Context: an optimization exercise on an open-source flow, tuned for small area and few clock cycles per item. The choices shown serve that exercise and are no tape-out recipe.
The RTL was checked by simulation tests, not by an equivalence proof against the original design.
No activity file was given, so power comes from the tool's default toggle rates.

==> flow/design.v <==
module rs_c3_enc (
    input  wire        clk,
    input  wire        rst,
    input  wire        in_valid,
    output wire        in_ready,
    input  wire [15:0] in_data,
    output wire        out_valid,
    input  wire        out_ready,
    output wire [15:0] out_data,
    output wire        out_last
);
    localparam integer K    = 240;
    localparam integer NPAR = 16;
    reg [15:0] q [1:NPAR-1];
    reg [15:0] fbd;
    reg        emitting;    
    reg        flushing;    
    reg [7:0]  in_cnt;
    reg [3:0]  out_cnt;
    wire [15:0] gp [0:NPAR-1];
    wire x0 = fbd[8] ^ fbd[15];
    wire x1 = fbd[9] ^ fbd[14];
    wire x2 = fbd[2] ^ fbd[12];
    wire x3 = fbd[3] ^ fbd[11];
    wire x4 = fbd[10] ^ x0;
    wire x5 = fbd[8] ^ fbd[13];
    wire x6 = fbd[0] ^ x1;
    wire x7 = fbd[11] ^ fbd[14];
    wire x8 = fbd[4] ^ x2;
    wire x9 = fbd[6] ^ fbd[12];
    wire x10 = fbd[5] ^ fbd[15];
    wire x11 = fbd[7] ^ x5;
    wire x12 = fbd[0] ^ x10;
    wire x13 = fbd[1] ^ x6;
    wire x14 = x7 ^ x10;
    wire x15 = fbd[2] ^ x7;
    wire x16 = fbd[15] ^ x9;
    wire x17 = fbd[1] ^ x4;
    wire x18 = x3 ^ x8;
    wire x19 = fbd[10] ^ fbd[14];
    wire x20 = x8 ^ x19;
    wire x21 = fbd[4] ^ x9;
    wire x22 = x13 ^ x21;
    wire x23 = x3 ^ x5;
    wire x24 = x12 ^ x23;
    wire x25 = fbd[4] ^ fbd[13];
    wire x26 = fbd[15] ^ x19;
    wire x27 = x25 ^ x26;
    wire x28 = fbd[8] ^ fbd[9];
    wire x29 = fbd[1] ^ x28;
    wire x30 = x23 ^ x29;
    wire x31 = x0 ^ x12;
    wire x32 = fbd[3] ^ fbd[12];
    wire x33 = x0 ^ x1;
    wire x34 = x32 ^ x33;
    wire x35 = fbd[0] ^ fbd[7];
    wire x36 = x2 ^ x35;
    wire x37 = x4 ^ x36;
    wire x38 = fbd[6] ^ x7;
    wire x39 = x31 ^ x38;
    wire x40 = fbd[2] ^ x11;
    wire x41 = x17 ^ x31;
    wire x42 = fbd[3] ^ fbd[5];
    wire x43 = fbd[6] ^ x5;
    wire x44 = x42 ^ x43;
    wire x45 = x13 ^ x44;
    wire x46 = x40 ^ x41;
    wire x47 = x39 ^ x46;
    wire x48 = x2 ^ x22;
    wire x49 = x30 ^ x48;
    wire x50 = x20 ^ x46;
    wire x51 = x5 ^ x50;
    wire x52 = x49 ^ x51;
    wire x53 = x14 ^ x50;
    wire x54 = x9 ^ x52;
    wire x55 = fbd[4] ^ x33;
    wire x56 = x1 ^ x20;
    wire x57 = x15 ^ x56;
    wire x58 = x48 ^ x57;
    wire x59 = x34 ^ x51;
    wire x60 = x28 ^ x52;
    wire x61 = x34 ^ x35;
    wire x62 = x46 ^ x61;
    wire x63 = fbd[2] ^ fbd[14];
    wire x64 = x29 ^ x56;
    wire x65 = fbd[6] ^ x11;
    wire x66 = fbd[9] ^ x65;
    wire x67 = x48 ^ x56;
    wire x68 = x8 ^ x47;
    wire x69 = x30 ^ x59;
    wire x70 = x27 ^ x58;
    wire x71 = x25 ^ x35;
    wire x72 = x19 ^ x70;
    wire x73 = x48 ^ x72;
    wire x74 = fbd[3] ^ x21;
    wire x75 = x72 ^ x74;
    wire x76 = x32 ^ x64;
    wire x77 = fbd[1] ^ x9;
    wire x78 = fbd[3] ^ x40;
    wire x79 = x18 ^ x66;
    wire x80 = x9 ^ x36;
    wire x81 = x49 ^ x71;
    wire x82 = x48 ^ x63;
    wire x83 = x33 ^ x82;
    wire x84 = x50 ^ x63;
    wire x85 = x47 ^ x80;
    wire x86 = fbd[8] ^ x74;
    wire x87 = x39 ^ x53;
    wire x88 = fbd[10] ^ x36;
    wire x89 = x18 ^ x71;
    wire x90 = x7 ^ x24;
    wire x91 = fbd[4] ^ x90;
    wire x92 = x37 ^ x66;
    wire x93 = x32 ^ x92;
    wire x94 = x62 ^ x66;
    wire x95 = x26 ^ x56;
    wire x96 = x14 ^ x95;
    wire x97 = x67 ^ x96;
    wire x98 = x52 ^ x80;
    wire x99 = fbd[10] ^ x30;
    wire x100 = x18 ^ x77;
    wire x101 = x16 ^ x79;
    wire x102 = x10 ^ x57;
    wire x103 = fbd[9] ^ x49;
    wire x104 = fbd[4] ^ x87;
    wire x105 = fbd[4] ^ fbd[7];
    wire x106 = fbd[15] ^ x1;
    wire x107 = x43 ^ x70;
    wire x108 = fbd[7] ^ x79;
    wire x109 = fbd[1] ^ x63;
    wire x110 = fbd[3] ^ x5;
    wire x111 = x46 ^ x110;
    wire x112 = x9 ^ x42;
    wire x113 = fbd[7] ^ x26;
    wire x114 = fbd[10] ^ x43;
    wire x115 = x17 ^ x114;
    wire x116 = fbd[5] ^ x23;
    wire x117 = x0 ^ x109;
    wire x118 = x10 ^ x67;
    wire x119 = x23 ^ x55;
    wire x120 = x76 ^ x84;
    wire x121 = x58 ^ x64;
    wire x122 = x106 ^ x107;
    wire x123 = fbd[7] ^ fbd[12];
    wire x124 = x94 ^ x123;
    wire x125 = x105 ^ x124;
    wire x126 = x2 ^ x124;
    wire x127 = x120 ^ x123;
    wire x128 = x58 ^ x71;
    wire x129 = fbd[7] ^ fbd[9];
    wire x130 = fbd[15] ^ x43;
    wire x131 = x5 ^ x27;
    wire x132 = x72 ^ x108;
    wire x133 = fbd[4] ^ x5;
    wire x134 = x4 ^ x116;
    wire x135 = x30 ^ x43;
    wire x136 = x55 ^ x65;
    wire x137 = fbd[4] ^ x117;
    wire x138 = x17 ^ x44;
    wire x139 = x8 ^ x27;
    wire x140 = x12 ^ x74;
    wire x141 = fbd[3] ^ x55;
    wire x142 = x80 ^ x130;
    wire x143 = x47 ^ x112;
    wire x144 = fbd[9] ^ x116;
    wire x145 = fbd[5] ^ x61;
    wire x146 = x15 ^ x145;
    wire x147 = x39 ^ x78;
    wire x148 = x135 ^ x141;
    wire x149 = x119 ^ x135;
    wire x150 = x78 ^ x131;
    wire x151 = x71 ^ x119;
    wire x152 = x16 ^ x119;
    wire x153 = x80 ^ x115;
    wire x154 = x15 ^ x66;
    wire x155 = x46 ^ x119;
    wire x156 = x22 ^ x47;
    wire x157 = x8 ^ x76;
    wire x158 = x20 ^ x115;
    wire x159 = x91 ^ x158;
    wire x160 = x47 ^ x70;
    wire x161 = x7 ^ x114;
    wire x162 = x52 ^ x110;
    wire x163 = x87 ^ x141;
    wire x164 = fbd[2] ^ x3;
    wire x165 = x1 ^ x105;
    wire x166 = x109 ^ x165;
    wire x167 = x38 ^ x77;
    wire x168 = x21 ^ x109;
    wire x169 = x42 ^ x106;
    wire x170 = fbd[1] ^ x23;
    wire x171 = x19 ^ x170;
    wire x172 = x3 ^ x26;
    wire x173 = x26 ^ x109;
    wire x174 = x3 ^ x80;
    wire x175 = fbd[3] ^ x65;
    wire x176 = fbd[1] ^ x74;
    wire x177 = x27 ^ x116;
    wire x178 = fbd[3] ^ x43;
    wire x179 = x20 ^ x130;
    wire x180 = x16 ^ x74;
    wire x181 = x44 ^ x117;
    wire x182 = x80 ^ x178;
    wire x183 = x30 ^ x33;
    wire x184 = x40 ^ x116;
    wire x185 = x116 ^ x140;
    wire x186 = x90 ^ x141;
    wire x187 = x138 ^ x142;
    wire x188 = x30 ^ x115;
    wire x189 = x9 ^ x134;
    wire x190 = x129 ^ x138;
    wire x191 = fbd[2] ^ x61;
    wire x192 = x45 ^ x129;
    wire x193 = x12 ^ x66;
    wire x194 = fbd[10] ^ x78;
    wire x195 = x119 ^ x144;
    wire x196 = x89 ^ x106;
    wire x197 = fbd[0] ^ x119;
    wire x198 = x44 ^ x136;
    wire x199 = fbd[6] ^ x89;
    wire x200 = x177 ^ x178;
    wire x201 = fbd[14] ^ x119;
    wire x202 = fbd[6] ^ x86;
    wire x203 = x35 ^ x171;
    wire x204 = fbd[0] ^ x86;
    wire x205 = x77 ^ x131;
    wire x206 = x39 ^ x105;
    wire x207 = x0 ^ x138;
    wire x208 = x27 ^ x135;
    wire x209 = x83 ^ x208;
    wire x210 = x4 ^ x45;
    wire x211 = x41 ^ x80;
    wire x212 = x141 ^ x211;
    wire x213 = x129 ^ x150;
    wire x214 = x56 ^ x91;
    wire x215 = x100 ^ x151;
    wire x216 = x18 ^ x153;
    wire x217 = x46 ^ x71;
    wire x218 = x35 ^ x150;
    wire x219 = x147 ^ x152;
    wire x220 = x65 ^ x91;
    wire x221 = x86 ^ x99;
    wire x222 = x185 ^ x192;
    wire x223 = x140 ^ x153;
    wire x224 = x141 ^ x147;
    wire x225 = x25 ^ x154;
    wire x226 = x9 ^ x154;
    wire x227 = x150 ^ x151;
    wire x228 = x90 ^ x152;
    wire x229 = x48 ^ x99;
    wire x230 = x46 ^ x66;
    wire x231 = x110 ^ x158;
    wire x232 = x79 ^ x148;
    wire x233 = x151 ^ x221;
    wire x234 = x166 ^ x211;
    wire x235 = x88 ^ x149;
    wire x236 = fbd[8] ^ x92;
    wire x237 = x37 ^ x95;
    wire x238 = x33 ^ x57;
    wire x239 = x79 ^ x117;
    wire x240 = x96 ^ x137;
    wire x241 = x39 ^ x76;
    wire x242 = x96 ^ x113;
    wire x243 = x31 ^ x101;
    wire x244 = fbd[14] ^ x62;
    wire x245 = x8 ^ x213;
    wire x246 = x102 ^ x112;
    wire x247 = x96 ^ x159;
    wire x248 = x187 ^ x238;
    wire x249 = fbd[3] ^ x67;
    wire x250 = x130 ^ x227;
    wire x251 = x17 ^ x93;
    wire x252 = x8 ^ x212;
    wire x253 = x80 ^ x102;
    wire x254 = x20 ^ x82;
    wire x255 = x220 ^ x221;
    wire x256 = x76 ^ x88;
    wire x257 = x13 ^ x214;
    wire x258 = x144 ^ x225;
    wire x259 = x64 ^ x212;
    wire x260 = x203 ^ x214;
    wire x261 = x112 ^ x146;
    wire x262 = x74 ^ x96;
    wire x263 = x4 ^ x47;
    wire x264 = x76 ^ x150;
    wire x265 = x217 ^ x232;
    wire x266 = x67 ^ x135;
    wire x267 = x47 ^ x136;
    wire x268 = fbd[13] ^ x96;
    wire x269 = x145 ^ x230;
    wire x270 = x58 ^ x142;
    wire x271 = x78 ^ x159;
    wire x272 = x111 ^ x139;
    wire x273 = x99 ^ x111;
    wire x274 = x96 ^ x99;
    wire x275 = x101 ^ x102;
    wire x276 = x106 ^ x108;
    wire x277 = x80 ^ x96;
    wire x278 = x27 ^ x76;
    wire x279 = x3 ^ x102;
    wire x280 = x67 ^ x93;
    wire x281 = x82 ^ x183;
    wire x282 = x47 ^ x133;
    wire x283 = x102 ^ x161;
    wire x284 = x20 ^ x58;
    wire x285 = x109 ^ x155;
    wire x286 = x196 ^ x222;
    wire x287 = x117 ^ x118;
    wire x288 = x83 ^ x85;
    wire x289 = fbd[5] ^ x97;
    wire x290 = x26 ^ x84;
    wire x291 = x24 ^ x51;
    wire x292 = x85 ^ x86;
    wire x293 = x25 ^ x84;
    wire x294 = x27 ^ x97;
    wire x295 = x58 ^ x242;
    wire x296 = x84 ^ x97;
    wire x297 = x53 ^ x140;
    wire x298 = x81 ^ x137;
    wire x299 = x33 ^ x156;
    wire x300 = x33 ^ x81;
    wire x301 = x48 ^ x269;
    wire x302 = x26 ^ x94;
    wire x303 = x16 ^ x83;
    wire x304 = x17 ^ x275;
    wire x305 = fbd[12] ^ x85;
    wire x306 = x79 ^ x85;
    wire x307 = fbd[11] ^ x53;
    wire x308 = x110 ^ x240;
    wire x309 = x93 ^ x94;
    wire x310 = x22 ^ x81;
    wire x311 = x6 ^ x70;
    wire x312 = fbd[0] ^ x121;
    wire x313 = x14 ^ x251;
    wire x314 = x129 ^ x157;
    wire x315 = x9 ^ x156;
    wire x316 = x68 ^ x82;
    wire x317 = x85 ^ x145;
    wire x318 = x142 ^ x143;
    wire x319 = x24 ^ x157;
    wire x320 = x118 ^ x119;
    wire x321 = x157 ^ x158;
    wire x322 = x7 ^ x97;
    wire x323 = x34 ^ x121;
    wire x324 = x179 ^ x285;
    wire x325 = x247 ^ x273;
    wire x326 = fbd[9] ^ x83;
    wire x327 = x84 ^ x99;
    wire x328 = x212 ^ x255;
    wire x329 = x11 ^ x318;
    wire x330 = x72 ^ x131;
    wire x331 = x28 ^ x107;
    wire x332 = x72 ^ x147;
    wire x333 = x10 ^ x72;
    wire x334 = x52 ^ x277;
    wire x335 = fbd[10] ^ x10;
    wire x336 = x259 ^ x314;
    wire x337 = x59 ^ x65;
    wire x338 = x107 ^ x155;
    wire x339 = fbd[8] ^ x160;
    wire x340 = x59 ^ x110;
    wire x341 = x119 ^ x120;
    wire x342 = x52 ^ x114;
    wire x343 = x156 ^ x309;
    wire x344 = x1 ^ x72;
    wire x345 = fbd[3] ^ x124;
    wire x346 = fbd[15] ^ x59;
    wire x347 = x66 ^ x72;
    wire x348 = x36 ^ x308;
    wire x349 = x154 ^ x160;
    wire x350 = x80 ^ x87;
    wire x351 = x16 ^ x87;
    wire x352 = x120 ^ x121;
    wire x353 = x303 ^ x335;
    wire x354 = x160 ^ x161;
    wire x355 = x141 ^ x209;
    wire x356 = x25 ^ x107;
    wire x357 = x2 ^ x10;
    wire x358 = x246 ^ x357;
    wire x359 = x133 ^ x357;
    wire x360 = x6 ^ x359;
    wire x361 = fbd[1] ^ fbd[6];
    wire x362 = fbd[9] ^ fbd[11];
    wire x363 = x361 ^ x362;
    wire x364 = fbd[0] ^ fbd[8];
    wire x365 = fbd[10] ^ x361;
    wire x366 = x364 ^ x164;
    wire x367 = x365 ^ x366;
    wire x368 = fbd[4] ^ fbd[8];
    wire x369 = x42 ^ x368;
    wire x370 = x36 ^ x369;
    wire x371 = fbd[3] ^ fbd[10];
    wire x372 = x371 ^ x286;
    wire x373 = fbd[0] ^ fbd[5];
    wire x374 = fbd[11] ^ fbd[13];
    wire x375 = x373 ^ x374;
    wire x376 = x29 ^ x375;
    wire x377 = fbd[3] ^ fbd[4];
    wire x378 = x377 ^ x13;
    wire x379 = fbd[8] ^ fbd[10];
    wire x380 = x1 ^ x379;
    wire x381 = x380 ^ x100;
    wire x382 = fbd[0] ^ fbd[4];
    wire x383 = x382 ^ x126;
    wire x384 = fbd[10] ^ fbd[12];
    wire x385 = x384 ^ x369;
    wire x386 = x6 ^ x385;
    wire x387 = fbd[7] ^ fbd[10];
    wire x388 = x42 ^ x387;
    wire x389 = x388 ^ x167;
    wire x390 = x28 ^ x104;
    wire x391 = fbd[5] ^ fbd[8];
    wire x392 = fbd[14] ^ x391;
    wire x393 = x392 ^ x128;
    wire x394 = x373 ^ x4;
    wire x395 = fbd[2] ^ x129;
    wire x396 = x395 ^ x41;
    wire x397 = x3 ^ x35;
    wire x398 = x397 ^ x17;
    wire x399 = fbd[1] ^ fbd[2];
    wire x400 = fbd[7] ^ x399;
    wire x401 = x16 ^ x400;
    wire x402 = fbd[0] ^ fbd[1];
    wire x403 = fbd[9] ^ fbd[10];
    wire x404 = fbd[13] ^ x402;
    wire x405 = x403 ^ x404;
    wire x406 = x405 ^ x180;
    wire x407 = fbd[5] ^ fbd[11];
    wire x408 = x407 ^ x166;
    wire x409 = x130 ^ x408;
    wire x410 = fbd[7] ^ fbd[13];
    wire x411 = x3 ^ x410;
    wire x412 = x411 ^ x173;
    wire x413 = fbd[1] ^ fbd[5];
    wire x414 = fbd[10] ^ x413;
    wire x415 = x414 ^ x101;
    wire x416 = fbd[0] ^ fbd[6];
    wire x417 = x25 ^ x416;
    wire x418 = x357 ^ x417;
    wire x419 = fbd[0] ^ fbd[10];
    wire x420 = fbd[13] ^ x419;
    wire x421 = x16 ^ x164;
    wire x422 = x420 ^ x421;
    wire x423 = fbd[8] ^ fbd[14];
    wire x424 = x423 ^ x80;
    wire x425 = x180 ^ x424;
    wire x426 = fbd[2] ^ x391;
    wire x427 = x426 ^ x113;
    wire x428 = x35 ^ x361;
    wire x429 = x14 ^ x428;
    wire x430 = fbd[7] ^ fbd[8];
    wire x431 = x9 ^ x430;
    wire x432 = x14 ^ x431;
    wire x433 = fbd[5] ^ fbd[13];
    wire x434 = x433 ^ x151;
    wire x435 = fbd[2] ^ fbd[9];
    wire x436 = fbd[13] ^ x435;
    wire x437 = x436 ^ x172;
    assign gp[0][0] = x324;
    assign gp[0][1] = x233;
    assign gp[0][2] = x176;
    assign gp[0][3] = x323;
    assign gp[0][4] = x381;
    assign gp[0][5] = x327;
    assign gp[0][6] = x320;
    assign gp[0][7] = x393;
    assign gp[0][8] = x328;
    assign gp[0][9] = x272;
    assign gp[0][10] = x167;
    assign gp[0][11] = x312;
    assign gp[0][12] = x224;
    assign gp[0][13] = x252;
    assign gp[0][14] = x315;
    assign gp[0][15] = x389;
    assign gp[1][0] = x205;
    assign gp[1][1] = x273;
    assign gp[1][2] = x180;
    assign gp[1][3] = x118;
    assign gp[1][4] = x299;
    assign gp[1][5] = x308;
    assign gp[1][6] = x179;
    assign gp[1][7] = x434;
    assign gp[1][8] = x143;
    assign gp[1][9] = x276;
    assign gp[1][10] = x267;
    assign gp[1][11] = x264;
    assign gp[1][12] = x317;
    assign gp[1][13] = x349;
    assign gp[1][14] = x255;
    assign gp[1][15] = x344;
    assign gp[2][0] = x177;
    assign gp[2][1] = x228;
    assign gp[2][2] = x239;
    assign gp[2][3] = x89;
    assign gp[2][4] = x319;
    assign gp[2][5] = x330;
    assign gp[2][6] = x232;
    assign gp[2][7] = x213;
    assign gp[2][8] = x346;
    assign gp[2][9] = x322;
    assign gp[2][10] = x250;
    assign gp[2][11] = x238;
    assign gp[2][12] = x216;
    assign gp[2][13] = x350;
    assign gp[2][14] = x181;
    assign gp[2][15] = x425;
    assign gp[3][0] = x101;
    assign gp[3][1] = x386;
    assign gp[3][2] = x187;
    assign gp[3][3] = x115;
    assign gp[3][4] = x197;
    assign gp[3][5] = x353;
    assign gp[3][6] = x294;
    assign gp[3][7] = x269;
    assign gp[3][8] = x200;
    assign gp[3][9] = x432;
    assign gp[3][10] = x341;
    assign gp[3][11] = x303;
    assign gp[3][12] = x289;
    assign gp[3][13] = x342;
    assign gp[3][14] = x108;
    assign gp[3][15] = x265;
    assign gp[4][0] = x286;
    assign gp[4][1] = x124;
    assign gp[4][2] = x297;
    assign gp[4][3] = x104;
    assign gp[4][4] = x295;
    assign gp[4][5] = x211;
    assign gp[4][6] = x174;
    assign gp[4][7] = x256;
    assign gp[4][8] = x103;
    assign gp[4][9] = x332;
    assign gp[4][10] = x169;
    assign gp[4][11] = x437;
    assign gp[4][12] = x92;
    assign gp[4][13] = x203;
    assign gp[4][14] = x331;
    assign gp[4][15] = x257;
    assign gp[5][0] = x336;
    assign gp[5][1] = x261;
    assign gp[5][2] = x259;
    assign gp[5][3] = x351;
    assign gp[5][4] = x173;
    assign gp[5][5] = x164;
    assign gp[5][6] = x202;
    assign gp[5][7] = x186;
    assign gp[5][8] = x222;
    assign gp[5][9] = x418;
    assign gp[5][10] = x185;
    assign gp[5][11] = x201;
    assign gp[5][12] = x398;
    assign gp[5][13] = x122;
    assign gp[5][14] = x244;
    assign gp[5][15] = x229;
    assign gp[6][0] = x254;
    assign gp[6][1] = x412;
    assign gp[6][2] = x247;
    assign gp[6][3] = x206;
    assign gp[6][4] = x427;
    assign gp[6][5] = x188;
    assign gp[6][6] = x339;
    assign gp[6][7] = x376;
    assign gp[6][8] = x300;
    assign gp[6][9] = x301;
    assign gp[6][10] = x325;
    assign gp[6][11] = x195;
    assign gp[6][12] = x184;
    assign gp[6][13] = x204;
    assign gp[6][14] = x340;
    assign gp[6][15] = x345;
    assign gp[7][0] = x338;
    assign gp[7][1] = x288;
    assign gp[7][2] = x172;
    assign gp[7][3] = x285;
    assign gp[7][4] = x298;
    assign gp[7][5] = x219;
    assign gp[7][6] = x207;
    assign gp[7][7] = x225;
    assign gp[7][8] = x354;
    assign gp[7][9] = x309;
    assign gp[7][10] = x347;
    assign gp[7][11] = x212;
    assign gp[7][12] = x214;
    assign gp[7][13] = x208;
    assign gp[7][14] = x242;
    assign gp[7][15] = x189;
    assign gp[8][0] = x275;
    assign gp[8][1] = x281;
    assign gp[8][2] = x334;
    assign gp[8][3] = x307;
    assign gp[8][4] = x314;
    assign gp[8][5] = x227;
    assign gp[8][6] = x318;
    assign gp[8][7] = x311;
    assign gp[8][8] = x370;
    assign gp[8][9] = x337;
    assign gp[8][10] = x249;
    assign gp[8][11] = x98;
    assign gp[8][12] = x192;
    assign gp[8][13] = x215;
    assign gp[8][14] = x111;
    assign gp[8][15] = x100;
    assign gp[9][0] = x240;
    assign gp[9][1] = x236;
    assign gp[9][2] = x120;
    assign gp[9][3] = x283;
    assign gp[9][4] = x270;
    assign gp[9][5] = x226;
    assign gp[9][6] = x245;
    assign gp[9][7] = x355;
    assign gp[9][8] = x358;
    assign gp[9][9] = x352;
    assign gp[9][10] = x194;
    assign gp[9][11] = x287;
    assign gp[9][12] = x290;
    assign gp[9][13] = x313;
    assign gp[9][14] = x306;
    assign gp[9][15] = x415;
    assign gp[10][0] = x383;
    assign gp[10][1] = x409;
    assign gp[10][2] = x166;
    assign gp[10][3] = x168;
    assign gp[10][4] = x235;
    assign gp[10][5] = x348;
    assign gp[10][6] = x231;
    assign gp[10][7] = x243;
    assign gp[10][8] = x198;
    assign gp[10][9] = x234;
    assign gp[10][10] = x246;
    assign gp[10][11] = x266;
    assign gp[10][12] = x329;
    assign gp[10][13] = x70;
    assign gp[10][14] = x304;
    assign gp[10][15] = x321;
    assign gp[11][0] = x406;
    assign gp[11][1] = x343;
    assign gp[11][2] = x333;
    assign gp[11][3] = x253;
    assign gp[11][4] = x277;
    assign gp[11][5] = x271;
    assign gp[11][6] = x263;
    assign gp[11][7] = x191;
    assign gp[11][8] = x282;
    assign gp[11][9] = x146;
    assign gp[11][10] = x196;
    assign gp[11][11] = x199;
    assign gp[11][12] = x422;
    assign gp[11][13] = x291;
    assign gp[11][14] = x360;
    assign gp[11][15] = x210;
    assign gp[12][0] = x88;
    assign gp[12][1] = x170;
    assign gp[12][2] = x237;
    assign gp[12][3] = x260;
    assign gp[12][4] = x175;
    assign gp[12][5] = x165;
    assign gp[12][6] = x394;
    assign gp[12][7] = x363;
    assign gp[12][8] = x310;
    assign gp[12][9] = x274;
    assign gp[12][10] = x390;
    assign gp[12][11] = x292;
    assign gp[12][12] = x90;
    assign gp[12][13] = x326;
    assign gp[12][14] = x396;
    assign gp[12][15] = x367;
    assign gp[13][0] = x258;
    assign gp[13][1] = x220;
    assign gp[13][2] = x278;
    assign gp[13][3] = x193;
    assign gp[13][4] = x372;
    assign gp[13][5] = x241;
    assign gp[13][6] = x248;
    assign gp[13][7] = x223;
    assign gp[13][8] = x280;
    assign gp[13][9] = x218;
    assign gp[13][10] = x268;
    assign gp[13][11] = x230;
    assign gp[13][12] = x296;
    assign gp[13][13] = x316;
    assign gp[13][14] = x305;
    assign gp[13][15] = x356;
    assign gp[14][0] = x217;
    assign gp[14][1] = x262;
    assign gp[14][2] = x302;
    assign gp[14][3] = x190;
    assign gp[14][4] = x429;
    assign gp[14][5] = x401;
    assign gp[14][6] = x182;
    assign gp[14][7] = x378;
    assign gp[14][8] = x293;
    assign gp[14][9] = x251;
    assign gp[14][10] = x279;
    assign gp[14][11] = x128;
    assign gp[14][12] = x183;
    assign gp[14][13] = x95;
    assign gp[14][14] = x127;
    assign gp[14][15] = x284;
    assign gp[15][0] = x6;
    assign gp[15][1] = x17;
    assign gp[15][2] = x15;
    assign gp[15][3] = x34;
    assign gp[15][4] = x27;
    assign gp[15][5] = x14;
    assign gp[15][6] = x16;
    assign gp[15][7] = x11;
    assign gp[15][8] = x22;
    assign gp[15][9] = x46;
    assign gp[15][10] = x18;
    assign gp[15][11] = x45;
    assign gp[15][12] = x37;
    assign gp[15][13] = x30;
    assign gp[15][14] = x20;
    assign gp[15][15] = x24;
    wire        take  = in_valid && !emitting;
    wire        shift = emitting && (out_ready || flushing);
    wire        en    = take || shift;
    wire [15:0] top   = q[NPAR-1] ^ gp[NPAR-1];           
    wire [15:0] fb    = (in_data ^ top) & {16{!emitting}};
    integer k;
    always @(posedge clk) begin
        if (en) begin
            fbd  <= fb;
            q[1] <= gp[0];
            for (k = 2; k < NPAR; k = k + 1) q[k] <= q[k-1] ^ gp[k-1];
        end
    end
    always @(posedge clk) begin
        if (rst) begin
            emitting <= 1'b1;
            flushing <= 1'b1;
            in_cnt   <= 8'd0;
            out_cnt  <= 4'd0;
        end else if (take) begin
            if (in_cnt == K - 1) begin
                in_cnt   <= 8'd0;
                emitting <= 1'b1;
            end else begin
                in_cnt <= in_cnt + 8'd1;
            end
        end else if (shift) begin
            if (out_cnt == NPAR - 1) begin
                out_cnt  <= 4'd0;
                emitting <= 1'b0;
                flushing <= 1'b0;
            end else begin
                out_cnt <= out_cnt + 4'd1;
            end
        end
    end
    assign in_ready  = !emitting;
    assign out_valid = emitting && !flushing;
    assign out_data  = top;
    assign out_last  = out_cnt == NPAR - 1;
endmodule
==> flow/flow/run.sh <==
#!/bin/bash
set -euo pipefail
HERE=$(pwd)
cat > my_synth.tcl <<EOF
proc abc {args} {
  set i [lsearch -exact \$args -script]
  if {\$i >= 0} { set args [lreplace \$args [expr {\$i+1}] [expr {\$i+1}] $HERE/flow/abc.script] }
  yosys abc {*}\$args
}
source $HERE/synth_recipe.tcl
EOF
sed "s#SYNTH_SCRIPT=[^ ]*#SYNTH_SCRIPT=$HERE/my_synth.tcl#" standard.sh > my_standard.sh
bash my_standard.sh > make.log 2>&1
==> flow/flow/abc.script <==
strash
map -a
==> flow/standard.sh <==
#!/bin/bash
# synth_recipe.tcl (not shown) runs the flow's synth.tcl, then flattens the netlist and writes it again
# the make line also repeats each setting of config.mk as NAME=value (left out here)
make -C /OpenROAD-flow-scripts/flow DESIGN_CONFIG=/design/flow/config.mk WORK_HOME=/design/flow/orfs CLKGATE_MAP_FILE= SYNTH_SCRIPT=/design/flow/synth_recipe.tcl "${@:-finish}"
==> flow/config.mk <==
export PLATFORM = sky130hd
export DESIGN_NAME = rs_c3_enc
export DESIGN_NICKNAME = rs_c3_enc
export VERILOG_FILES = /design/flow/design.v
export SDC_FILE = /design/flow/constraint.sdc
export NUM_CORES = 4
export LEC_CHECK = 0
export CAP_MARGIN = 20
export CORE_MARGIN = 2
export CORE_UTILIZATION = 40
export PLACE_DENSITY = 0.6
export SLEW_MARGIN = 20
==> flow/constraint.sdc <==
create_clock -name core_clock -period 4.0 [get_ports {clk}]
set_input_delay 0.8000 -clock core_clock [delete_from_list [all_inputs] [get_ports {clk}]]
set_output_delay 0.8000 -clock core_clock [all_outputs]
set_load 0.01 [all_outputs]
==> impl_metrics.ini, run 1 <==
[outcome]
outcome = no timing/DRC/antenna violations

[synth]
yosys_warnings = 2
synth_top_area_cell = edfxtp_1
synth-edff-count = 256
ys_seq_area_frac = 0.545
synth_most_common_cell = xor2_1
synthTopCellsByArea = edfxtp_1 53%, xor2_1 30%, xnor2_1 12%, dfxtp_1 1.9%, nor2_1 1.3%
avgSynthCellArea_um2 = 13.2
ys_seq_elements = 270
postSynthCellCount = 1107
synthesis.nets = 1129
synth_top_area_frac = 0.526
synth_area_um2 = 14600
ys.flop_type = edfxtp_1
ys_types = 15
synth_common_cells = 494 x xor2_1, 256 x edfxtp_1, 193 x xnor2_1, 49 x nor2_1, 41 x clkinv_1
async_reset_ff_frac = 0

[critical_path]
worstPathArrival_ns = 3.13
worst-path-buf-inv = 5
critical_path_class = flop to primary output
worstPathRequired_ns = 3.20
crit_path_start = fbd[8]
r2r_start = fbd[10]
worstSetupStartpointType = flop
crit_top_cell = buf_4
end_kind = primary output
path_cells = buf_12 -> xor2_4 -> buf_4 -> xor2_1 -> buf_4 -> xnor2_1 -> buf_4 -> xnor2_1 -> clkdlybuf4s50_1
crit_family = buffers and inverters
critPathSlowestCell = clkdlybuf4s50_1
rrSetupSlack_ns = 0.12
path_max_fanout = 5
max_stage_delay_ns = 0.59
reg2reg_depth = 14
worstReg2RegEnd = q[11][5]

[clocking]
cts_tree = built
h-tree-depth = 1
worst_skew_pair.late_latency_ns = 0.58
clock_path_buffers = 3
root_buffer = clkbuf_16
cts-buffers-inserted = 31
clk_pin_slew_ns = 0.06
cts_sinks = 270

[sta]
period_minus_slack_ns = 3.93
fin_setup_tns_ns = 0
max_slew_margin = 0.380
clock.fmax_mhz = 254
finalMaxSlewViolations = 0
finClkSkew_ns = 0.0150
final-hold-violation-count = 0
max_slew.worst_pin.slew_ns = 0.926
fin_crit_sh = 0.983
finalSetupViolCount = 0
whs_ns = 0.486

[power]
leakage_nw = 8.89
ir_drop_v = 0.000345
total_power_mw = 6.16
power_per_cell_area_nw_per_um2 = 334

[route]
post_drt_wl_per_cell_um = 26.0
vias = 9179
drt-initial-drc-count = 695
drcViolationCount = 0
first_pass_iters = 5
antenna_left = 0
drt_wl_total_um = 48700
via_per_inst = 4.91

[worst_hold_path]
min_to = out_cnt[1]
holdCritStartpoint = out_cnt[1]
hold_path_depth = 2
hp-class = flop to flop

[placed_design]
dp_cells = 1790
routabilityCongestion = 0.949
dp_hpwl_um = 37300
io_buffers = 38

[finish]
fin_cells = 1870
drive_gt1_frac = 0.203
syn2layout_area_growth_pct = 26.1
nets = 1400
fill_cells = 3231
num_antenna_cells = 0

[floorplanning]
rows = 70
die_y_um = 195
die_area_um2 = 38100
start_util = 0.403
core_area_um2 = 36300
die_w_um = 195
io_pins = 39

[global_route]
grtUsageTotal = 0.257
grt_max_degree = 84
grt_pass1_wl_um = 68000
antenna_found_initial = 2
overflow = 0
grt_pass1_vias = 9393

[flow_run]
maxCapViolCount = 0
==> layout make-up <==
type                       count  area (um^2)  share of cell area
sequential                   270         7970               0.432
timing repair buffer         238         1930               0.105
tap                          468          586              0.0318
clock buffer                  43          880              0.0477
multi-input combinational    796         6810               0.370
inverter                      41          160             0.00869
clock inverter                14         93.8             0.00509
==> per-stage QoR <==
step / cell area, um^2 / util / worst slack, ns
2_1_floorplan: 14800 / - / 0.000912
3_3_place_gp: 17100 / 0.473 / -0.238
3_5_place_dp: 17100 / 0.473 / -0.166
4_1_cts: 18300 / 0.505 / 0.00740
5_1_grt: 18400 / 0.508 / -0.00729
6_report: 18400 / 0.508 / 0.0691
==> worst reg2reg max path: cells and delay by family, from the launching register on <==
kind / cells / cell delay (ns)
buffers and inverters: 3 / 0.60
flip-flops: 1 / 0.51
XOR/XNOR: 7 / 1.81
AND/OR/NAND/NOR: 4 / 0.71
==> layout by cell type (no fill, tap or decap), drive strengths merged, types with 2 or more instances in the layout <==
cell type      instances
xor2                 494
edfxtp               256
buf                  200
xnor2                193
clkinv                49
nor2                  49
clkbuf                43
clkdlybuf4s50         35
nand2                 23
a21oi                 14
dfxtp                 14
nand3                 12
inv                    4
o21ai                  3
nor3                   2
nand4                  2
ha                     2
dlygate4sd2            2
==> where the power goes <==
group | total [mW] | switching, mW | internal [mW]
combinational | 0.188 | 0.0802 | 0.108
sequential | 3.23 | 0.0527 | 3.18
clock | 2.74 | 1.15 | 1.59
==> routing by layer <==
metal | share of wire | vias to the layer above | global-route usage
li1 | - | 4160 | -
met1 | 0.44 | 4637 | 0.351
met2 | 0.46 | 287 | 0.417
met3 | 0.054 | 95 | 0.0399
met4 | 0.039 | 0 | 0.0891
met5 | 0 | - | 0
==> worst max path at each step <==
stage / slack (ns) / cells after the start / to
2_1_floorplan: 0.0009 / 13 / q[8][10]
3_3_place_gp: -0.24 / 11 / q[11][0]
3_5_place_dp: -0.17 / 13 / q[14][4]
4_1_cts: 0.007 / 9 / out_data[12]
5_1_grt: -0.007 / 8 / out_data[8]
6_report: 0.07 / 9 / out_data[15]
==> sequential cells by signal (all words and copies together), names as in the netlist <==
signal    count
flushing      1
out_cnt       4
fbd          16
q           240
in_cnt        8
emitting      1
==> cells by family after synthesis <==
family,Yosys count,synth area share
AOI/OAI and AO/OA,18,0.00634
xor gates and xnor gates,687,0.412
adders and majority gates,2,0.00171
buffers and inverters,41,0.0105
DFF,270,0.545
and+or+nand+nor,89,0.0246
==> repair_timing <==
action / CTS / global route
resized for setup: 12 / 13
pin swaps: 2 / 3
endpoints found under the hold margin: 0 / 0
hold buffers: 0 / 0
setup endpoints to repair: 15 / 17
setup buffers: 17 / 6
Testbench counts, summed over its fixed seeds: cycles 49,280, words 192.
==> inputs of run 2 (changes only) <==
--- a/flow/config.mk
+++ b/flow/config.mk
@@ -9,4 +9,4 @@
 export CORE_MARGIN = 2
-export CORE_UTILIZATION = 40
-export PLACE_DENSITY = 0.6
+export CORE_UTILIZATION = 55
+export PLACE_DENSITY = 0.7
 export SLEW_MARGIN = 20
==> run 2 against run 1 <==
Non-clock buffer count shrank 26. Maximum frequency shrank 0.63%. Worst hold slack gained 0.0076 ns. Register-to-register slack lost 0.03 ns. Critical path type unchanged. Critical endpoint is now out_data[13]. Largest cell class unchanged.
==> impl_metrics.ini, run 2 <==
[critical_path]
end_kind = primary output
worstPathArrival_ns = 3.16
critical_path_class = flop to primary output
worstSetupStartpointType = flop
path_max_fanout = 10
worstPathRequired_ns = 3.20

[sta]
period_minus_slack_ns = 3.96
finClkSkew_ns = 0.0205
finalSetupViolCount = 0
max_slew.worst_pin.slew_ns = 0.813
fin_crit_sh = 0.989
finalMaxSlewViolations = 0
layout_setup_ws_ns = 0.0443
max_slew_margin = 0.454
final-hold-violation-count = 0
rsz0062_at_grt = yes
clock.fmax_mhz = 253

[synth]
synth_area_um2 = 14600
ys.flop_type = edfxtp_1
synth_most_common_cell = xor2_1
synth_top_area_cell = edfxtp_1
ys_types = 15
synthTopCellsByArea = edfxtp_1 53%, xor2_1 30%, xnor2_1 12%, dfxtp_1 1.9%, nor2_1 1.3%
ys_seq_elements = 270
yosys_warnings = 2
synthesis.nets = 1129
avgSynthCellArea_um2 = 13.2
ys_seq_area_frac = 0.545
synth_common_cells = 494 x xor2_1, 256 x edfxtp_1, 193 x xnor2_1, 49 x nor2_1, 41 x clkinv_1
async_reset_ff_frac = 0
postSynthCellCount = 1107
synth_top_area_frac = 0.526
synth-edff-count = 256

[power]
ir_drop_v = 0.000433
leakage_nw = 8.75
power_per_cell_area_nw_per_um2 = 335
internal_power_mw = 4.80
netSwitchingPower_mw = 1.24
clockPowerShare = 0.435
p_sw_frac = 0.206
seq_power_share = 0.534
combPwrFrac = 0.031

[flow_run]
maxCapViolCount = 0

[finish]
nets = 1372
final_cell_mix = 470 x xor2_1, 256 x edfxtp_1, 187 x xnor2_1
regMostFlops = q
fill_cells = 1930
seq_area_um2 = 7970
num_antenna_cells = 0
fin_cells = 1707
largest_reg_flops = 240
final_common_cell = xor2_1
top_regs = q x240, fbd x16, in_cnt x8
multi_input_area_um2 = 6790
syn2layout_area_growth_pct = 23.2
drive_gt1_frac = 0.183

[placed_design]
io_buffers = 38
dp_cells = 1643
routabilityCongestion = 1.03
dp_hpwl_um = 35400
post-place-ws_ns = 0.0112

[worst_hold_path]
hp-class = flop to flop

[global_route]
overflow = 0
grt_pass1_wl_um = 65300
antenna_found_initial = 1
grt_max_degree = 70
grtUsageTotal = 0.332
grt_pass1_vias = 9372

[clocking]
ctsHoldBuffers = 0
cts_sinks = 270
root_buffer = clkbuf_16
cts_tree = built
cts-buffers-inserted = 29
worst_skew_pair.late_latency_ns = 0.57
clk_pin_slew_ns = 0.06
h-tree-depth = 1
clock_path_buffers = 3

[floorplanning]
die_y_um = 167
die_area_um2 = 27900
start_util = 0.561
io_pins = 39
die_w_um = 167
rows = 59
core_area_um2 = 26100

[route]
antenna_left = 0
drt-initial-drc-count = 1035
vias = 9245
first_pass_iters = 5
post_drt_wl_per_cell_um = 26.8
via_per_inst = 5.42
drcViolationCount = 0
drt_wl_total_um = 45800

[outcome]
outcome = no timing/DRC/antenna violations
run 2: routing by layer:
layer / GRT usage / vias up / wire length [um]
met5: 0 / - / 0
met4: 0.133 / 0 / 2230
met3: 0.0592 / 124 / 3780
met2: 0.518 / 397 / 20600
met1: 0.464 / 4608 / 19200
li1: - / 4116 / -
run 2: per-stage QoR:
step           setup TNS, ns  utilization  power (mW)  instance area [um^2]  hold WS [ns]
2_1_floorplan              0            -        3.38                 14800         0.451
3_3_place_gp               0        0.649        3.47                 16900         0.466
3_5_place_dp               0        0.649        3.47                 16900         0.486
4_1_cts                    0        0.688        6.08                 17900         0.496
5_1_grt              -0.0788        0.691        6.21                 18000         0.531
6_report                   0        0.691        6.04                 18000         0.493
run 2: critical path: stages, from the launching register on:
cell             delay, ns
edfxtp_1              0.47
buf_4                 0.33
xor2_1                0.28
nor2_1                0.10
nor2_2                0.38
nand2_1               0.11
nand2_2               0.19
xnor2_2               0.16
clkdlybuf4s50_1       0.57
run 2: cells by family (layout without fill, tap and decap cells):
logic type / after synthesis / after routing / share of synthesized area
flops: 270 / 270 / 0.545
buf+inv: 41 / 306 / 0.0105
simple gates: 89 / 89 / 0.0246
fa+ha+maj: 2 / 2 / 0.00171
xor+xnor: 687 / 687 / 0.412
compound gates: 18 / 18 / 0.00634
run 2: final timing paths:
check             start            to  slack, ns  cells after the start
min          out_cnt[1]    out_cnt[1]       0.49                      2
min reg2reg  out_cnt[1]    out_cnt[1]       0.49                      2
max reg2reg     fbd[15]     q[13][10]       0.09                     13
max              fbd[9]  out_data[13]       0.04                      8
run 2: power by group through the flow:
stage / combinational (mW) / sequential [mW] / clock, mW
after global routing: 0.203 / 3.24 / 2.77
after CTS: 0.188 / 3.23 / 2.67
after floorplan: 0.110 / 3.27 / 0
after detailed placement: 0.187 / 3.29 / 0
final: 0.186 / 3.23 / 2.63
after global placement: 0.182 / 3.28 / 0
run 2: area by class of cell:
| cell class | count | share of cell area |
|---|---|---|
| Inverter | 41 | 0.00862 |
| Sequential cell | 270 | 0.443 |
| Timing Repair Buffer | 212 | 0.0975 |
| Clock inverter | 18 | 0.00910 |
| Multi-Input combinational cell | 796 | 0.377 |
| Tap cell | 335 | 0.0233 |
| Clock buffer | 35 | 0.0416 |
run 2: what timing repair did:
action                     in CTS  in global routing
pin swaps                       1                  3
setup endpoints to repair       9                 11
cloned                          0                  0
setup buffers                   9                  2
gates resized for setup        11                 11
==> inputs of run 3 (changes only) <==
--- a/flow/flow/run.sh
+++ b/flow/flow/run.sh
@@ -1,2 +1,8 @@
 #!/bin/bash
+# The standard layout (standard.sh) with two changes:
+#  - ABC maps the logic with a plain structural mapping (flow/abc.script), so
+#    the XOR network written in the RTL is kept as it is;
+#  - extra ORFS make variables from flow/extra.sh (placement/CTS options).
+# Each tool's output goes to the ORFS logs under orfs/logs; make's own output
+# goes to make.log.
 set -euo pipefail
@@ -11,3 +17,7 @@
 EOF
-sed "s#SYNTH_SCRIPT=[^ ]*#SYNTH_SCRIPT=$HERE/my_synth.tcl#" standard.sh > my_standard.sh
+{
+  cat flow/extra.sh
+  sed -e "s#SYNTH_SCRIPT=[^ ]*#SYNTH_SCRIPT=$HERE/my_synth.tcl#" \
+      -e 's#"\${@:-finish}"#"${EXTRA[@]}" "${@:-finish}"#' standard.sh
+} > my_standard.sh
 bash my_standard.sh > make.log 2>&1
==> flow/flow/extra.sh (new file) <==
EXTRA=("BUFFER_PORTS_ARGS=-buffer_cell sky130_fd_sc_hd__buf_2" "CTS_ARGS=-sink_clustering_enable -repair_clock_nets -dont_use_dummy_load")
==> run 3 against run 2 <==
Sequential share of layout area increased by 1.1 points. Design area fell by 2.5%. Cell count fell by 1.3%. Total power shrank 6.6%. Critical path depth up 2. Highest routed layer unchanged. Largest power group unchanged.
==> impl_metrics.ini, run 3 <==
[floorplanning]
die_y_um = 167
die_area_um2 = 27900
start_util = 0.561
rows = 59
die_w_um = 167
io_pins = 39
core_area_um2 = 26100

[sta]
finalMaxSlewViolations = 0
final-hold-violation-count = 0
whs_ns = 0.481
fin_crit_sh = 0.969
finalSetupViolCount = 0
clock.fmax_mhz = 258
period_minus_slack_ns = 3.88
max_slew.worst_pin.slew_ns = 0.936
finClkSkew_ns = 0.0146
fin_setup_tns_ns = 0
rsz0062_at_grt = no
max_slew_margin = 0.374

[finish]
syn2layout_area_growth_pct = 20.1
num_antenna_cells = 0
drive_gt1_frac = 0.204
regMostFlops = q
fin_cells = 1685
nets = 1374
final_cell_mix = 471 x xor2_1, 256 x edfxtp_1, 189 x xnor2_1
top_regs = q x240, fbd x16, in_cnt x8
fill_cells = 1949
final_common_cell = xor2_1
largest_reg_flops = 240

[synth]
yosys_warnings = 2
synth_most_common_cell = xor2_1
ys.flop_type = edfxtp_1
synthTopCellsByArea = edfxtp_1 53%, xor2_1 30%, xnor2_1 12%, dfxtp_1 1.9%, nor2_1 1.3%
ys_seq_elements = 270
ys_seq_area_frac = 0.545
postSynthCellCount = 1107
avgSynthCellArea_um2 = 13.2
synth-edff-count = 256
synth_common_cells = 494 x xor2_1, 256 x edfxtp_1, 193 x xnor2_1, 49 x nor2_1, 41 x clkinv_1
synth_top_area_frac = 0.526
ys_types = 15
synth_top_area_cell = edfxtp_1
async_reset_ff_frac = 0
synthesis.nets = 1129
synth_area_um2 = 14600

[critical_path]
reg2reg_depth = 12
critical_path_class = flop to primary output
worstSetupStartpointType = flop
worstPathRequired_ns = 3.20
path_max_fanout = 10
worstPathArrival_ns = 3.08
end_kind = primary output

[power]
total_power_mw = 5.64
leakage_nw = 8.65
power_per_cell_area_nw_per_um2 = 321
ir_drop_v = 0.000426

[placed_design]
io_buffers = 38
dp_hpwl_um = 34900
dp_cells = 1652
routabilityCongestion = 1.01

[outcome]
outcome = no timing/DRC/antenna violations

[global_route]
grt_max_degree = 97
grt_pass1_wl_um = 63500
grtUsageTotal = 0.328
overflow = 0
antenna_found_initial = 0
grt_pass1_vias = 8999

[route]
antenna_left = 0
first_pass_iters = 5
drt_wl_total_um = 45300
via_per_inst = 5.28
post_drt_wl_per_cell_um = 26.9
drcViolationCount = 0
drt-initial-drc-count = 1099
vias = 8904

[clocking]
cts_tree = built
cts_sinks = 270
clk_pin_slew_ns = 0.06
clock_path_buffers = 3
h-tree-depth = 1
root_buffer = clkbuf_16
worst_skew_pair.late_latency_ns = 0.55
cts-buffers-inserted = 28

[worst_hold_path]
hold_path_depth = 2
hp-class = flop to flop

[flow_run]
maxCapViolCount = 0
[run 3: changes by cell type in the layout (fill, tap and decap cells not counted), sizes merged]
cell           before  now
buf               174  215
clkdlybuf4s50      34    0
clkinv             53   41
clkbuf             36   28
bufinv              3    0
dlymetal6s2s        2    0
inv                 2    0
clkinvlp            1    0
dlygate4sd2         1    0
[run 3: worst paths after layout]
check | endpoint | slack, ns | from
max reg2reg | q[11][0] | 0.20 | fbd[9]
min reg2reg | flushing | 0.48 | flushing
max | out_data[13] | 0.12 | fbd[9]
min | flushing | 0.48 | flushing
[run 3: metal layers]
metal / share of wire / global-route usage / up-vias
met5: 0 / 0 / -
met4: 0.049 / 0.136 / 0
met3: 0.077 / 0.0656 / 96
met2: 0.44 / 0.497 / 344
met1: 0.43 / 0.463 / 4384
li1: - / - / 4080
[run 3: stage by stage]
| step | setup WS [ns] | instance area (um^2) | utilization |
|---|---|---|---|
| 3_3_place_gp | -0.0449 | 16700 | 0.643 |
| 6_report | 0.123 | 17600 | 0.674 |
| 2_1_floorplan | 0.000912 | 14800 | - |
| 4_1_cts | 0.00362 | 17500 | 0.671 |
| 5_1_grt | 0.0238 | 17600 | 0.674 |
| 3_5_place_dp | -0.0227 | 16700 | 0.643 |
[run 3: area by class of cell]
cell class	instances	area (um^2)	area share
well taps	335	419	0.0239
multi-input cells	796	6760	0.385
inverters	41	155	0.00884
repair buffers	215	1560	0.0887
clock buffers	28	701	0.0399
flip-flops and latches	270	7970	0.454
[run 3: critical path: stages (launching register included)]
cell	delay, ns
edfxtp_1	0.47
buf_4	0.36
xor2_1	0.19
buf_4	0.20
nor2_1	0.07
nor2_1	0.34
nand2_1	0.09
nand2_1	0.27
buf_4	0.20
xnor2_2	0.14
buf_2	0.18
[run 3: timing repair]
item                                    in CTS  in global routing
buffers inserted                             3                  2
endpoints found under the setup margin       3                  6
hold buffers                                 0                  0
gates resized for setup                      0                  8
[run 3: logic make-up after synthesis]
kind of cell / Yosys count / synth area share
AO/OA/AOI/OAI: 18 / 0.00634
XOR/XNOR: 687 / 0.412
flip-flops: 270 / 0.545
AND/OR/NAND/NOR: 89 / 0.0246
adder cells (fa/ha/maj): 2 / 0.00171
buffers and inverters: 41 / 0.0105
[run 3: report_power, final]
part	switching, mW	total, mW	leakage, nW	internal, mW
Sequential	0.0551	3.23	3.27	3.18
Clock	1.02	2.24	0.345	1.22
Combinational	0.0802	0.167	5.04	0.0871
==> inputs of run 4 (changes only) <==
--- a/flow/config.mk
+++ b/flow/config.mk
@@ -9,4 +9,4 @@
 export CORE_MARGIN = 2
-export CORE_UTILIZATION = 55
-export PLACE_DENSITY = 0.7
+export CORE_UTILIZATION = 40
+export PLACE_DENSITY = 0.6
 export SLEW_MARGIN = 20
==> run 4 against run 3 <==
Design area grew 1.4%. Still clean on timing, DRC and antenna. Synthesized cell count did not move. Largest power group unchanged. Critical path depth is 1 lower. Synthesized area did not move.
==> impl_metrics.ini, run 4 <==
[placed_design]
io_buffers = 38
dp_hpwl_um = 36700
post-place-ws_ns = 0.115
routabilityCongestion = 1.01

[clocking]
cts_sinks = 270
cts_tree = built
root_buffer = clkbuf_16
h-tree-depth = 1
cts-buffers-inserted = 31
worst_skew_pair.late_latency_ns = 0.58
clk_pin_slew_ns = 0.06
clock_path_buffers = 3

[power]
internal_power_mw = 4.61
ir_drop_v = 0.000300
combPwrFrac = 0.029
clockPowerShare = 0.416
p_sw_frac = 0.207
power_per_cell_area_nw_per_um2 = 327
leakage_nw = 8.67
netSwitchingPower_mw = 1.21
seq_power_share = 0.556

[synth]
async_reset_ff_frac = 0
ys_types = 15
synth_area_um2 = 14600
ys_seq_area_frac = 0.545
postSynthCellCount = 1107
synth-edff-count = 256
synth_common_cells = 494 x xor2_1, 256 x edfxtp_1, 193 x xnor2_1, 49 x nor2_1, 41 x clkinv_1
synthesis.nets = 1129
synthTopCellsByArea = edfxtp_1 53%, xor2_1 30%, xnor2_1 12%, dfxtp_1 1.9%, nor2_1 1.3%
yosys_warnings = 2
ys_seq_elements = 270
avgSynthCellArea_um2 = 13.2
synth_top_area_frac = 0.526
synth_most_common_cell = xor2_1
synth_top_area_cell = edfxtp_1
ys.flop_type = edfxtp_1

[global_route]
antenna_found_initial = 0
overflow = 0
grtUsageTotal = 0.252
grt_pass1_vias = 9040
grt_pass1_wl_um = 66300
grt_max_degree = 144

[floorplanning]
core_area_um2 = 36300
rows = 70
die_area_um2 = 38100
io_pins = 39
die_y_um = 195
die_w_um = 195
start_util = 0.403

[flow_run]
maxCapViolCount = 0

[finish]
syn2layout_area_growth_pct = 21.8
regMostFlops = q
nets = 1372
largest_reg_flops = 240
final_cell_mix = 470 x xor2_1, 256 x edfxtp_1, 188 x xnor2_1
num_antenna_cells = 0
top_regs = q x240, fbd x16, in_cnt x8
final_common_cell = xor2_1
drive_gt1_frac = 0.205

[critical_path]
critical_path_class = flop to primary output
path_cells = buf_4 -> xor2_4 -> xor2_4 -> xor2_4 -> xor2_2 -> xor2_2 -> buf_4 -> xnor2_2 -> buf_2
max_stage_delay_ns = 0.49
worst-path-buf-inv = 3
rrSetupSlack_ns = 0.09
critPathSlowestCell = edfxtp_1
worstSetupStartpointType = flop
crit_top_cell = xor2_4
worstPathArrival_ns = 3.14
path_max_fanout = 5
end_kind = primary output
worstPathRequired_ns = 3.20
crit_family = XOR/XNOR gates

[sta]
max_slew_margin = 0.397
final-hold-violation-count = 0
clock.fmax_mhz = 254
finClkSkew_ns = 0.0198
fin_setup_tns_ns = 0
max_slew.worst_pin.slew_ns = 0.905
period_minus_slack_ns = 3.94
rsz0062_at_grt = yes
whs_ns = 0.479
fin_crit_sh = 0.985
finalSetupViolCount = 0
finalMaxSlewViolations = 0
layout_setup_ws_ns = 0.0620

[route]
drt_wl_total_um = 47500
drt-initial-drc-count = 710
via_per_inst = 4.85
vias = 8803
post_drt_wl_per_cell_um = 26.1
drcViolationCount = 0
antenna_left = 0
first_pass_iters = 5

[worst_hold_path]
hp-class = flop to flop

[outcome]
outcome = no timing/DRC/antenna violations
## run 4: cell types whose count changed in the layout (fill, tap and decap cells not counted), sizes merged
cell | before | now
buf | 215 | 210
clkbuf | 28 | 31
## run 4: cells by family (layout without fill, tap and decap cells)
family	after synthesis	count (layout)	share of synthesized area
flops	270	270	0.545
buf+inv	41	282	0.0105
compound gates	18	18	0.00634
xor+xnor	687	687	0.412
simple gates	89	89	0.0246
fa+ha+maj	2	2	0.00171
## run 4: worst reg2reg max path: stages (launching register included)
cell,delay [ns]
edfxtp_1,0.52
xor2_4,0.26
xor2_1,0.21
buf_4,0.16
xor2_1,0.41
xor2_1,0.35
clkinv_1,0.37
xor2_1,0.58
xnor2_1,0.38
xnor2_1,0.21
xor2_1,0.18
## run 4: final timing paths
path,startpoint,depth (start not counted),end
setup / recovery,fbd[15],9,out_data[9]
hold reg to reg,flushing,2,flushing
setup reg to reg,fbd[8],10,q[7][9]
hold / removal,flushing,2,flushing
## run 4: cell type report
class / instances / area, um^2
fill: 3335 / 18500
sequential: 270 / 7970
multi-input combinational: 796 / 6800
timing repair buffer: 210 / 1520
clock buffer: 31 / 776
tap: 468 / 586
inverter: 41 / 155
## run 4: power groups by stage
stage / logic (mW) / clock network (mW) / registers [mW]
6_report: 0.166 / 2.42 / 3.23
5_1_grt: 0.184 / 2.56 / 3.24
4_1_cts: 0.169 / 2.47 / 3.23
3_5_place_dp: 0.167 / 0 / 3.29
3_3_place_gp: 0.162 / 0 / 3.29
2_1_floorplan: 0.110 / 0 / 3.27
## run 4: stage by stage
stage / instance area [um^2] / utilization / power (mW) / std cells
finish: 17800 / 0.491 / 5.81 / 1816
global route: 17800 / 0.491 / 5.98 / 1816
CTS: 17700 / 0.487 / 5.87 / 1809
detailed placement: 16800 / 0.464 / 3.45 / 1774
global placement: 16800 / 0.464 / 3.45 / 1774
floorplan: 14800 / - / 3.38 / 1107
## run 4: repair_timing
item                       CTS  global route
setup endpoints to repair    3            12
resized for setup            3            10
hold buffers                 0             0
pin swaps                    1             2
hold endpoints to repair     0             0
buffers inserted             4             7
## run 4: layer usage
| layer | GRT usage | part of all wire |
|---|---|---|
| met1 | 0.341 | 0.44 |
| met2 | 0.412 | 0.46 |
| met3 | 0.0383 | 0.056 |
| met4 | 0.0958 | 0.044 |
| met5 | 0 | 0 |
==> inputs of run 5 (changes only) <==
==> flow/flow/extra.sh (replaced) <==
EXTRA=(GPL_KEEP_OVERFLOW=0)
==> run 5 against run 4 <==
Worst hold slack improved by 0.0096 ns. Sequential cell count unchanged. Global-route usage increased by 0.73 points. Utilization increased by 3.4 points. Highest routed layer unchanged. Routed wire length increased by 2.2%. Now fails the layout checks on negative setup slack. Via count increased by 3.0%.
==> impl_metrics.ini, run 5 <==
[clocking]
cts-buffers-inserted = 31
clk_pin_slew_ns = 0.06
worst_skew_pair.late_latency_ns = 0.59
root_buffer = clkbuf_16
h-tree-depth = 1
clock_path_buffers = 3
cts_sinks = 270
cts_tree = built

[critical_path]
rrSetupSlack_ns = -0.06
worstPathRequired_ns = 4.32
worstPathArrival_ns = 4.38
crit_path_start = fbd[5]
end_kind = flop
r2r_start = fbd[5]
path_max_fanout = 4
critical_path_class = flop to flop
worstSetupStartpointType = flop

[finish]
largest_reg_flops = 240
regMostFlops = q
nets = 1313
num_antenna_cells = 0
syn2layout_area_growth_pct = 30.3
final_common_cell = xor2_1
seq_area_um2 = 7970
fin_cells = 1784
fin_area_um2 = 19000
final_core_util = 0.525
final_cell_mix = 413 x xor2_1, 256 x edfxtp_1, 173 x xnor2_1
top_regs = q x240, fbd x16, in_cnt x8
multi_input_area_um2 = 7980
drive_gt1_frac = 0.210
fill_cells = 3127

[power]
internal_power_mw = 4.76
power_per_cell_area_nw_per_um2 = 320
p_sw_frac = 0.218
leakage_nw = 8.72
seq_power_share = 0.531
clockPowerShare = 0.437
ir_drop_v = 0.000309
combPwrFrac = 0.032
netSwitchingPower_mw = 1.33

[route]
vias = 9064
post_drt_wl_per_cell_um = 27.2
antenna_left = 0
drt-initial-drc-count = 1024
first_pass_iters = 5
drt_wl_total_um = 48500
drcViolationCount = 0
via_per_inst = 5.08

[synth]
async_reset_ff_frac = 0
synth_common_cells = 494 x xor2_1, 256 x edfxtp_1, 193 x xnor2_1, 49 x nor2_1, 41 x clkinv_1
ys.flop_type = edfxtp_1
postSynthCellCount = 1107
synth_most_common_cell = xor2_1
synth_area_um2 = 14600
synth_top_area_frac = 0.526
yosys_warnings = 2
avgSynthCellArea_um2 = 13.2
synth_top_area_cell = edfxtp_1
synthTopCellsByArea = edfxtp_1 53%, xor2_1 30%, xnor2_1 12%, dfxtp_1 1.9%, nor2_1 1.3%
ys_seq_area_frac = 0.545
ys_types = 15
synthesis.nets = 1129
synth-edff-count = 256
ys_seq_elements = 270

[floorplanning]
io_pins = 39
core_area_um2 = 36300
start_util = 0.403
die_area_um2 = 38100
die_w_um = 195
die_y_um = 195
rows = 70

[global_route]
grt_max_degree = 97
overflow = 0
grt_pass1_vias = 9104
grt_pass1_wl_um = 68600
grtUsageTotal = 0.260
antenna_found_initial = 0

[placed_design]
io_buffers = 38
dp_hpwl_um = 34500
place_area_um2 = 16000
routabilityCongestion = 0.995
dp_cells = 1620

[sta]
layout_setup_ws_ns = -0.0650
finalSetupViolCount = 2
max_slew_margin = 0.208
final-hold-violation-count = 0
whs_ns = 0.488
max_slew.worst_pin.slew_ns = 1.18
finClkSkew_ns = 0.0352
rsz0062_at_grt = yes
fin_crit_sh = 1.02
clock.fmax_mhz = 246
finalMaxSlewViolations = 0
fin_setup_tns_ns = -0.0747
period_minus_slack_ns = 4.06

[flow_run]
maxCapViolCount = 0

[outcome]
outcome = finished with violations
failed_checks = negative setup slack

[worst_hold_path]
holdCritStartpoint = flushing
hp-class = flop to flop
run 5: worst max-delay path, cell delays in order, from the launching register on:
cell and delay [ns]:
edfxtp_1 0.45, clkinv_2 0.19, nor2_1 0.27, nor2_4 0.10, xor2_4 0.21, buf_4 0.19
xnor2_4 0.42, xor2_2 0.46, xor2_1 0.31, xnor2_1 0.72, xor2_1 0.27, xor2_1 0.21
run 5: cell families (layout without fill, tap and decap cells):
group	count (synthesis)	in the layout	share of synthesized area
compound gates	18	18	0.00634
flops	270	270	0.545
xor+xnor	687	687	0.412
simple gates	89	89	0.0246
fa+ha+maj	2	2	0.00171
buf+inv	41	250	0.0105
run 5: area by class of cell:
cell class | count | share of cell area
Tap cell | 468 | 0.0308
Multi-Input combinational cell | 796 | 0.419
Clock buffer | 35 | 0.0415
Inverter | 41 | 0.00920
Sequential cell | 270 | 0.419
Clock inverter | 23 | 0.00723
Timing Repair Buffer | 151 | 0.0733
run 5: repair_timing:
| item | in CTS | in global routing |
|---|---|---|
| setup endpoints to repair | 210 | 50 |
| gates resized for setup | 126 | 22 |
| buffers inserted | 87 | 19 |
| hold buffers | 0 | 0 |
| endpoints found under the hold margin | 0 | 0 |
| pin swaps | 24 | 3 |
run 5: final timing paths:
kind | cells past startpoint | to
worst min register to register | 2 | flushing
worst min-delay path | 2 | flushing
worst max register to register | 11 | q[13][3]
worst max-delay path | 11 | q[13][3]
run 5: through the flow:
stage | total power, mW | worst slack (ns)
global placement | 3.47 | -2.80
detailed placement | 3.48 | -2.15
floorplan | 3.38 | 0.000912
finish | 6.09 | -0.0650
CTS | 6.13 | 0.00450
global route | 6.26 | -0.0763
run 5: metal layers:
| layer | up-vias | share of wire | wire, um | GRT usage |
|---|---|---|---|---|
| met3 | 112 | 0.069 | 3350 | 0.0356 |
| li1 | 3965 | - | - | - |
| met2 | 413 | 0.46 | 22300 | 0.408 |
| met5 | - | 0 | 0 | 0 |
| met4 | 0 | 0.049 | 2380 | 0.115 |
| met1 | 4574 | 0.42 | 20500 | 0.361 |
run 5: power by group through the flow:
stage          clock network [mW]  logic, mW  registers [mW]
4_1_cts                      2.70      0.194            3.23
3_5_place_dp                    0      0.188            3.29
3_3_place_gp                    0      0.183            3.29
2_1_floorplan                   0      0.110            3.27
5_1_grt                      2.81      0.211            3.24
6_report                     2.66      0.193            3.23
==> inputs of run 6 (changes only) <==
==> flow/flow/extra.sh (replaced) <==
EXTRA=("BUFFER_PORTS_ARGS=-buffer_cell sky130_fd_sc_hd__buf_2" "CTS_ARGS=-sink_clustering_enable -repair_clock_nets -dont_use_dummy_load -buf_list sky130_fd_sc_hd__clkbuf_8 -root_buf sky130_fd_sc_hd__clkbuf_8")
--- a/flow/config.mk
+++ b/flow/config.mk
@@ -9,4 +9,4 @@
 export CORE_MARGIN = 2
-export CORE_UTILIZATION = 40
-export PLACE_DENSITY = 0.6
+export CORE_UTILIZATION = 55
+export PLACE_DENSITY = 0.7
 export SLEW_MARGIN = 20
==> run 6 against run 5 <==
Now clean on timing, DRC and antenna. Non-clock buffer count grew 66. Synthesized cell count is the same. Count of clock-buffer cells in the layout grew 10. Synthesized area is the same. Sequential power is essentially flat. Global-route usage grew 7.0 points. Sequential cell count is the same. Critical path depth shrank 1. Register-to-register slack gained 0.26 ns. Sequential share of layout area grew 3.7 points. Total power shrank 11%. Cell count shrank 4.5%.
==> impl_metrics.ini, run 6 <==
[outcome]
outcome = no timing/DRC/antenna violations

[synth]
synth_top_area_frac = 0.526
ys_types = 15
synthTopCellsByArea = edfxtp_1 53%, xor2_1 30%, xnor2_1 12%, dfxtp_1 1.9%, nor2_1 1.3%
ys_seq_area_frac = 0.545
ys_seq_elements = 270
synth_common_cells = 494 x xor2_1, 256 x edfxtp_1, 193 x xnor2_1, 49 x nor2_1, 41 x clkinv_1
postSynthCellCount = 1107
synth-edff-count = 256
avgSynthCellArea_um2 = 13.2
yosys_warnings = 2
ys.flop_type = edfxtp_1
async_reset_ff_frac = 0
synthesis.nets = 1129
synth_area_um2 = 14600
synth_most_common_cell = xor2_1
synth_top_area_cell = edfxtp_1

[floorplanning]
rows = 59
io_pins = 39
die_w_um = 167
start_util = 0.561
die_area_um2 = 27900
die_y_um = 167
core_area_um2 = 26100

[global_route]
grt_pass1_vias = 9200
grt_max_degree = 97
antenna_found_initial = 0
grt_pass1_wl_um = 64300
overflow = 0
grtUsageTotal = 0.330

[finish]
num_antenna_cells = 0
drive_gt1_frac = 0.215
largest_reg_flops = 240
final_common_cell = xor2_1
final_cell_mix = 471 x xor2_1, 256 x edfxtp_1, 189 x xnor2_1
nets = 1393
top_regs = q x240, fbd x16, in_cnt x8
regMostFlops = q
syn2layout_area_growth_pct = 19.7

[sta]
final-hold-violation-count = 0
fin_crit_sh = 0.961
rsz0062_at_grt = no
clock.fmax_mhz = 260
layout_setup_ws_ns = 0.157
max_slew_margin = 0.378
period_minus_slack_ns = 3.84
finalMaxSlewViolations = 0
finClkSkew_ns = 0.0174
finalSetupViolCount = 0
max_slew.worst_pin.slew_ns = 0.930

[critical_path]
critical_path_class = flop to primary output
rrSetupSlack_ns = 0.20
path_cells = buf_4 -> xor2_1 -> buf_4 -> nor2_1 -> nor2_1 -> nand2_1 -> nand2_1 -> buf_4 -> xnor2_2 -> buf_2
crit_family = buffers and inverters
worstReg2RegEnd = q[13][10]
reg2reg_depth = 12
worstSetupStartpointType = flop
path_max_fanout = 10
critPathSlowestCell = edfxtp_1
crit_top_cell = buf_4
worstPathRequired_ns = 3.20
end_kind = primary output
max_stage_delay_ns = 0.46
r2r_start = fbd[8]
worst-path-buf-inv = 4
worstPathArrival_ns = 3.04

[worst_hold_path]
hp-class = flop to flop
min_to = flushing
hold_path_depth = 2
holdCritStartpoint = flushing

[power]
power_per_cell_area_nw_per_um2 = 308
ir_drop_v = 0.000317
total_power_mw = 5.39
leakage_nw = 8.64

[route]
drt_wl_total_um = 45400
antenna_left = 0
drt-initial-drc-count = 1072
via_per_inst = 5.32
vias = 9073
drcViolationCount = 0
post_drt_wl_per_cell_um = 26.7
first_pass_iters = 7

[clocking]
cts-buffers-inserted = 45
h-tree-depth = 2
cts_sinks = 270
cts_tree = built
root_buffer = clkbuf_8
clock_path_buffers = 3
ctsHoldBuffers = 0
clk_pin_slew_ns = 0.05
worst_skew_pair.late_latency_ns = 0.55

[flow_run]
maxCapViolCount = 0

[placed_design]
routabilityCongestion = 1.01
post-place-ws_ns = -0.0227
io_buffers = 38
dp_hpwl_um = 34900
-- run 6: changes by cell type in the layout (fill, tap and decap cells not counted), sizes merged --
cell           previous run  this run
clkinv                   57        41
clkbuf                   35        45
clkdlybuf4s50            36         0
bufinv                    1         0
clkinvlp                  4         0
buf                     113       217
dlygate4sd2               2         0
inv                       2         0
-- run 6: report_power, final --
part | leakage [nW] | total [mW] | internal (mW) | switching (mW)
sequential | 3.27 | 3.23 | 3.18 | 0.0549
clock | 0.324 | 1.99 | 0.991 | 0.996
combinational | 5.05 | 0.167 | 0.0871 | 0.0803
total | 8.64 | 5.39 | 4.26 | 1.13
-- run 6: layout make-up --
type / instances / area, um^2
inverters: 41 / 155
repair buffers: 217 / 1570
multi-input cells: 796 / 6760
clock buffers: 45 / 619
fillers: 1975 / 8570
well taps: 335 / 419
flip-flops and latches: 270 / 7970
-- run 6: worst max path at each step --
stage	start	to	slack, ns	cells past startpoint
3_3_place_gp	fbd[8]	q[11][0]	-0.04	12
5_1_grt	fbd[8]	q[13][10]	0.01	12
6_report	fbd[9]	out_data[13]	0.16	10
4_1_cts	fbd[15]	q[11][0]	0.008	14
2_1_floorplan	fbd[2]	q[8][10]	0.0009	13
3_5_place_dp	fbd[8]	q[11][0]	-0.02	12
-- run 6: per-stage QoR --
stage               hold slack [ns]  cells  instance area (um^2)  TNS [ns]  utilization
floorplan                     0.451   1107                 14800         0            -
global placement              0.468   1652                 16700   -0.0449        0.643
detailed placement            0.476   1652                 16700   -0.0227        0.643
CTS                           0.484   1700                 17400         0        0.668
global route                  0.513   1704                 17500         0        0.671
finish                        0.480   1704                 17500         0        0.671
-- run 6: cell families (layout without fill, tap and decap cells) --
logic type	Yosys count	count (layout)	synth area share
AOI/OAI and AO/OA	18	18	0.00634
and+or+nand+nor	89	89	0.0246
DFF	270	270	0.545
xor gates and xnor gates	687	687	0.412
buffers and inverters	41	303	0.0105
adders and majority gates	2	2	0.00171
-- run 6: worst register-to-register path, cell delays in order (launching register included) --
cell and delay (ns):
edfxtp_1 0.52, buf_12 0.19, xor2_4 0.25, xor2_4 0.25, xor2_4 0.20, xor2_2 0.21, xor2_2 0.23, xor2_1 0.36
xor2_1 0.35, xor2_1 0.36, xor2_1 0.30, xor2_1 0.21, xor2_1 0.09
-- run 6: layer usage --
layer	wire (um)	GRT usage	share of wire
met1	19700	0.473	0.43
met2	20500	0.508	0.45
met3	3550	0.0549	0.078
met4	1730	0.122	0.038
met5	0	0	0
-- run 6: repair_timing --
| action | in CTS | in global routing |
|---|---|---|
| buffers inserted | 3 | 4 |
| gates resized for setup | 0 | 8 |
| pin swaps | 0 | 0 |
| endpoints found under the hold margin | 0 | 0 |
| cloned | 0 | 0 |
| endpoints found under the setup margin | 3 | 6 |
